Background: an optimization exercise with open tools, aiming at small area. Do not read the settings as production practice. Where RTL was checked, it was by simulation tests only, not by an equivalence proof against the original.

==> trial 9 <==
## cbs_window_quad
module cbs_window_quad (
    input  wire        clk,
    input  wire        rst,
    input  wire        trig,
    input  wire [15:0] cfg_len,
    input  wire        cfg_sinc3,
    input  wire [3:0]  bits,
    input  wire [63:0] cal_ofs,
    input  wire [79:0] cal_gain,
    input  wire [3:0]  cal_valid,
    input  wire [3:0]  offset_bin,
    output wire        ready,
    output reg         done,
    output wire [63:0] code,
    output wire [3:0]  clamp,
    output reg  [3:0]  cal_inv,
    output wire [15:0] len_out
);
Settings: LEC_CHECK=0, ABC_AREA=1, CAP_MARGIN=0, CORE_MARGIN=2, CORE_UTILIZATION=65, CTS_BUF_LIST=sky130_fd_sc_hd__clkbuf_2 sky130_fd_sc_hd__clkbuf_4, CTS_CLUSTER_SIZE=20, PLACE_DENSITY=0.72, SLEW_MARGIN=0; clock period 15.0 ns.
run.sh (not shown) runs the stock make flow with config.mk's settings and CLKGATE_MAP_FILE= SYNTH_SCRIPT=/design/flow/synth_recipe.tcl, a recipe that flattens the netlist after the stock synthesis.
==> inputs of build 29, as changes to trial 9 <==
--- a/flow/design.v
+++ b/flow/design.v
@@ -61,13 +61,13 @@
     input  wire [3:0]  cal_valid,
     input  wire [3:0]  offset_bin,
     output wire        ready,
     output reg         done,
     output wire [63:0] code,
     output wire [3:0]  clamp,
-    output reg  [3:0]  cal_inv,
+    output wire [3:0]  cal_inv,
     output wire [15:0] len_out
 );
     reg        open;
     reg        sinc3;
     reg [15:0] mreg;       
     reg [1:0]  r3;         
@@ -123,55 +123,90 @@
                 bv <= bv + ((phase == 2'd1) ? 16'hfffe : 16'd1);
         end
         if (last)
             len_cap <= sinc3 ? m3 : mreg;
     end
     reg [3:0] bits_r;
-    reg       first_r, last_r, last_rr;
+    reg       first_r, last_r, last_rr, last_r3;
     always @(posedge clk) begin
         bits_r  <= bits;
         first_r <= start;
         if (rst) begin
             last_r  <= 1'b0;
             last_rr <= 1'b0;
+            last_r3 <= 1'b0;
         end else begin
             last_r  <= last;
             last_rr <= last_r;
+            last_r3 <= last_rr;
         end
     end
     reg  [43:0] acc [0:4];
+    reg  [4:0]  cp;
+    reg  [17:0] pfx [0:4];
+    reg  [4:0]  fz;            
+    reg  [4:0]  rel;           
+    reg  [4:1]  cwr;           
     wire [4:0]  bsel5 = {1'b1, bits_r};
+    reg         tick_r;
+    always @(posedge clk)
+        tick_r <= (start || open) && !rst;
+    wire [15:0] ncode;
+    wire        nclamp;
     genvar ch;
     generate for (ch = 0; ch < 5; ch = ch + 1) begin : g_acc
-        wire [43:0] base = first_r ? 44'd0 : acc[ch];
-        wire [28:0] add  = bsel5[ch] ? wgt : 29'd0;
-        wire [28:0] lo;
-        wire        co;
-        cbs_rca #(29) a (.a(base[28:0]), .b(add), .ci(1'b0), .s(lo), .co(co));
-        wire [14:0] hi = base[43:29] + {14'd0, co};
-        always @(posedge clk)
-            acc[ch] <= {hi, lo};
+        wire        hold = fz[ch] && !rel[ch];
+        wire        on   = tick_r && bsel5[ch];
+        wire        zb   = !hold && (first_r || rel[ch]);
+        wire [43:0] abase = zb ? 44'd0 : acc[ch];
+        wire [43:0] base  = abase | ((rel[ch] && !first_r) ? {26'd0, pfx[ch]} : 44'd0);
+        wire        cpb   = !zb && cp[ch];
+        wire [28:0] add   = (on && !hold) ? wgt : 29'd0;
+        wire [14:0] lo;
+        wire        c15;
+        cbs_rca #(15) al (.a(base[14:0]), .b(add[14:0]), .ci(1'b0), .s(lo), .co(c15));
+        wire [13:0] hl;
+        wire        c29;
+        cbs_rca #(14) ah (.a(base[28:15]), .b(add[28:15]), .ci(cpb), .s(hl), .co(c29));
+        wire [14:0] hh = base[43:29] + {14'd0, c29};
+        always @(posedge clk) begin
+            acc[ch] <= {hh, hl, lo};
+            cp[ch]  <= c15;
+        end
+        if (ch == 0) begin : g_p0
+            always @(posedge clk)
+                pfx[ch] <= {17'd0, hold && on && wgt[0]};
+        end else begin : g_pc
+            wire [17:0] pbase = (hold && first_r) ? 18'd0 : pfx[ch];
+            wire [13:0] padd  = (on && hold) ? wgt[13:0] : 14'd0;
+            wire [13:0] plo;
+            wire        pco;
+            cbs_rca #(14) p (.a(pbase[13:0]), .b(padd), .ci(1'b0), .s(plo), .co(pco));
+            wire [3:0]  phi = pbase[17:14] + {3'd0, pco};
+            always @(posedge clk)
+                pfx[ch] <= cwr[ch] ? {~cal_valid[ch-1], nclamp, ncode} : {phi, plo};
+        end
     end endgenerate
     reg        pp_on, pre;
     reg [4:0]  s;
     reg [2:0]  gch;
-    reg [43:0] snap1, snap2, snap3, dcap;
+    wire [43:0] dcap = acc[4];
     wire gu_load  = pp_on && !pre && (s == 5'd0);
     wire gu_step  = pp_on && !pre && (s != 5'd0) && (s != 5'd21);
     wire gu_final = pp_on && !pre && (s == 5'd21);
     reg  du_load;
     always @(posedge clk)
-        du_load <= last_r || (pp_on && !pre && s == 5'd3);
+        du_load <= last_rr || (pp_on && !pre && s == 5'd3);
     wire fin      = gu_load && gch == 3'd4;
     always @(posedge clk) begin
         if (rst) begin
             pp_on <= 1'b0;
             done  <= 1'b0;
         end else begin
             done <= fin;
-            if (last_rr) begin
+            if (last_r3) begin
                 pp_on <= 1'b1;
                 pre   <= 1'b1;
                 s     <= 5'd1;
                 gch   <= 3'd0;
             end else if (pp_on) begin
                 if (pre) begin
@@ -187,31 +222,24 @@
                     gch <= gch + 3'd1;
                 end else
                     s <= s + 5'd1;
             end
         end
     end
-    always @(posedge clk)
-        if (last_rr) begin
-            snap1 <= acc[1];
-            snap2 <= acc[2];
-            snap3 <= acc[3];
-            dcap  <= acc[4];
-        end
     reg [43:0] du_r;
     reg [16:0] du_q;
     reg  [1:0] du_ch;
     always @(posedge clk)
-        du_ch <= last_r ? 2'd0 : gch[1:0] + 2'd1;
+        du_ch <= last_rr ? 2'd0 : gch[1:0] + 2'd1;
     reg [43:0] asel;
     always @(*)
         case (du_ch)
             2'd0: asel = acc[0];
-            2'd1: asel = snap1;
-            2'd2: asel = snap2;
-            default: asel = snap3;
+            2'd1: asel = acc[1];
+            2'd2: asel = acc[2];
+            default: asel = acc[3];
         endcase
     wire [44:0] du_t = {du_r, du_q[16]};
     wire [44:0] du_x = du_load ? {2'b0, asel[43:1]} : du_t;
     wire [44:0] du_y = du_load ? {4'b0, asel[43:3]} : ~{1'b0, dcap};
     wire        du_ci = du_load ? (asel[2] & asel[0]) : 1'b1;
     wire [44:0] du_c;
@@ -294,22 +322,32 @@
     wire [18:0] kh   = K[37:19];
     wire        low0 = (K[17:0] == 18'd0);
     wire        inc  = K[37] ? (K[18] && (!gz || !low0)) : K[18];
     wire [18:0] nv   = kh + {18'd0, inc};
     wire        sat  = (nv[18:15] != 4'b0000) && (nv[18:15] != 4'b1111);
     wire [15:0] nc   = sat ? (nv[18] ? 16'h8000 : 16'h7fff) : nv[15:0];
-    wire [15:0] ncode = nc ^ {obsel, 15'd0};
-    reg [15:0] cd0, cd1, cd2, cd3;
-    reg [3:0]  clp;
-    always @(posedge clk)
-        if (gu_load && gch != 3'd0) begin
-            case (gch)
-                3'd1: begin cd0 <= ncode; clp[0] <= sat; end
-                3'd2: begin cd1 <= ncode; clp[1] <= sat; end
-                3'd3: begin cd2 <= ncode; clp[2] <= sat; end
-                default: begin cd3 <= ncode; clp[3] <= sat; cal_inv <= ~cal_valid; end
-            endcase
+    assign ncode  = nc ^ {obsel, 15'd0};
+    assign nclamp = sat;
+    wire [1:0] gn1 = gch[1:0] + 2'd1;
+    always @(posedge clk) begin
+        if (rst) begin
+            fz <= 5'd0;
+        end else if (last_r) begin
+            fz <= 5'b11111;
+        end else begin
+            fz <= fz & ~rel;
         end
-    assign code    = {cd3, cd2, cd1, cd0};
-    assign clamp   = clp;
+        rel[0] <= last_rr;
+        rel[1] <= pp_on && !pre && s == 5'd3 && gn1 == 2'd1 && gch != 3'd4;
+        rel[2] <= pp_on && !pre && s == 5'd3 && gn1 == 2'd2 && gch != 3'd4;
+        rel[3] <= pp_on && !pre && s == 5'd3 && gn1 == 2'd3 && gch != 3'd4;
+        rel[4] <= pp_on && !pre && s == 5'd20 && gch == 3'd3;
+        cwr[1] <= pp_on && !pre && s == 5'd21 && gch == 3'd0;
+        cwr[2] <= pp_on && !pre && s == 5'd21 && gch == 3'd1;
+        cwr[3] <= pp_on && !pre && s == 5'd21 && gch == 3'd2;
+        cwr[4] <= pp_on && !pre && s == 5'd21 && gch == 3'd3;
+    end
+    assign code    = {pfx[4][15:0], pfx[3][15:0], pfx[2][15:0], pfx[1][15:0]};
+    assign clamp   = {pfx[4][16], pfx[3][16], pfx[2][16], pfx[1][16]};
+    assign cal_inv = {pfx[4][17], pfx[3][17], pfx[2][17], pfx[1][17]};
     assign len_out = len_cap;
 endmodule
==> flow/flow/run.sh (new file) <==
#!/bin/bash
# Custom flow: the standard flow with two changes that do not touch the
# design, its registers or its constraints:
#  - synthesis maps the logic with the ABC script in abc_map.script
#    (an area-recovering &nf mapping) instead of ORFS's abc_speed.script;
#  - port buffers use the smallest buffer cell.
# Everything else (scripts, settings, power grid, taps) is ORFS's own.
set -euo pipefail
HERE=$(pwd)
rm -rf "$HERE/scripts_mod"
cp -r "$FLOW_HOME/scripts" "$HERE/scripts_mod"
cp "$HERE/flow/abc_map.script" "$HERE/scripts_mod/abc_speed.script"
bash standard.sh SCRIPTS_DIR="$HERE/scripts_mod" \
    BUFFER_PORTS_ARGS="-buffer_cell sky130_fd_sc_hd__buf_1" finish > standard.log 2>&1
==> flow/flow/abc_map.script (new file) <==
strash
&get -n
&fraig -x
&put
scorr
dc2
dretime
strash
&get -n
&dch -f
&nf {D}
&put
buffer -c
topo
stime -c
upsize -c
dnsize -c
==> flow/standard.sh (new file) <==
#!/bin/bash
# synth_recipe.tcl (not shown) runs the flow's synth.tcl, then flattens the netlist and writes it again
# the make line also repeats each setting of config.mk as NAME=value (left out here)
make -C /OpenROAD-flow-scripts/flow DESIGN_CONFIG=/design/flow/config.mk WORK_HOME=/design/flow/orfs CLKGATE_MAP_FILE= SYNTH_SCRIPT=/design/flow/synth_recipe.tcl "${@:-finish}"
==> flow/config.mk (replaced) <==
export PLATFORM = sky130hd
export DESIGN_NAME = cbs_window_quad
export DESIGN_NICKNAME = cbs_window_quad
export VERILOG_FILES = /design/flow/design.v
export SDC_FILE = /design/flow/constraint.sdc
export NUM_CORES = 8
export LEC_CHECK = 0
export CAP_MARGIN = 20
export CORE_MARGIN = 2
export CORE_UTILIZATION = 70
export CTS_BUF_LIST = sky130_fd_sc_hd__clkbuf_8 sky130_fd_sc_hd__clkbuf_16
export CTS_CLUSTER_DIAMETER = 70
export CTS_CLUSTER_SIZE = 32
export PLACE_DENSITY = 0.75
export SLEW_MARGIN = 20
removed: flow/run.sh
==> inputs of trial 77, as changes to trial 9 <==
==> flow/config.mk (replaced) <==
export PLATFORM = sky130hd
export DESIGN_NAME = cbs_window_quad
export DESIGN_NICKNAME = cbs_window_quad
export VERILOG_FILES = /design/flow/design.v
export SDC_FILE = /design/flow/constraint.sdc
export NUM_CORES = 8
export LEC_CHECK = 0
export CAP_MARGIN = 20
export CORE_MARGIN = 2
export CORE_UTILIZATION = 30
export PLACE_DENSITY = 0.38
export SLEW_MARGIN = 20
==> summary of the runs <==
Against trial 77, the flip-flop and latch count of build 29 is lower by 154. Design area: trial 77 > trial 9 > build 29. Worst setup slack, lowest first: trial 9, trial 77, build 29. Against trial 77, the sequential share of layout area of build 29 is lower by 4.9 points. Build 29 completed without violations. Trial 77 ran to the end with no violations. Trial 9 finished clean.
The RTL of trial 9 and trial 77 was laid out without a check of its function.

-- re-timing with driven ports --
Ports are ideal in the flow. The routed layouts listed here were re-timed in OpenROAD.
Step 1 sets driving cells, clkbuf_16 on the clock port and buf_2 on the other inputs (assumed; they add their load-dependent delay and slew).
Step 2, shift: input delay + t, output delay - t, t = (earliest + latest rising clock arrival at the registers) / 2. This alone moves slack from input paths to output paths.
Three values: ideal, step 1, step 2; two values: the first two.
run | shift t [ns] | setup WS [ns] | worst register clock-pin slew, ns | worst slew at a driven data input, ns
trial 9 | 1.094 | 0.594 / 0.594 / 0.594 | 0.08 / 0.08 | 0.06
build 29 | 0.665 | 0.988 / 0.988 / 0.988 | 0.10 / 0.10 | 0.06
trial 77 | 0.764 | 0.691 / 0.691 / 0.691 | 0.06 / 0.06 | 0.09
After both steps every run listed still meets setup and hold.
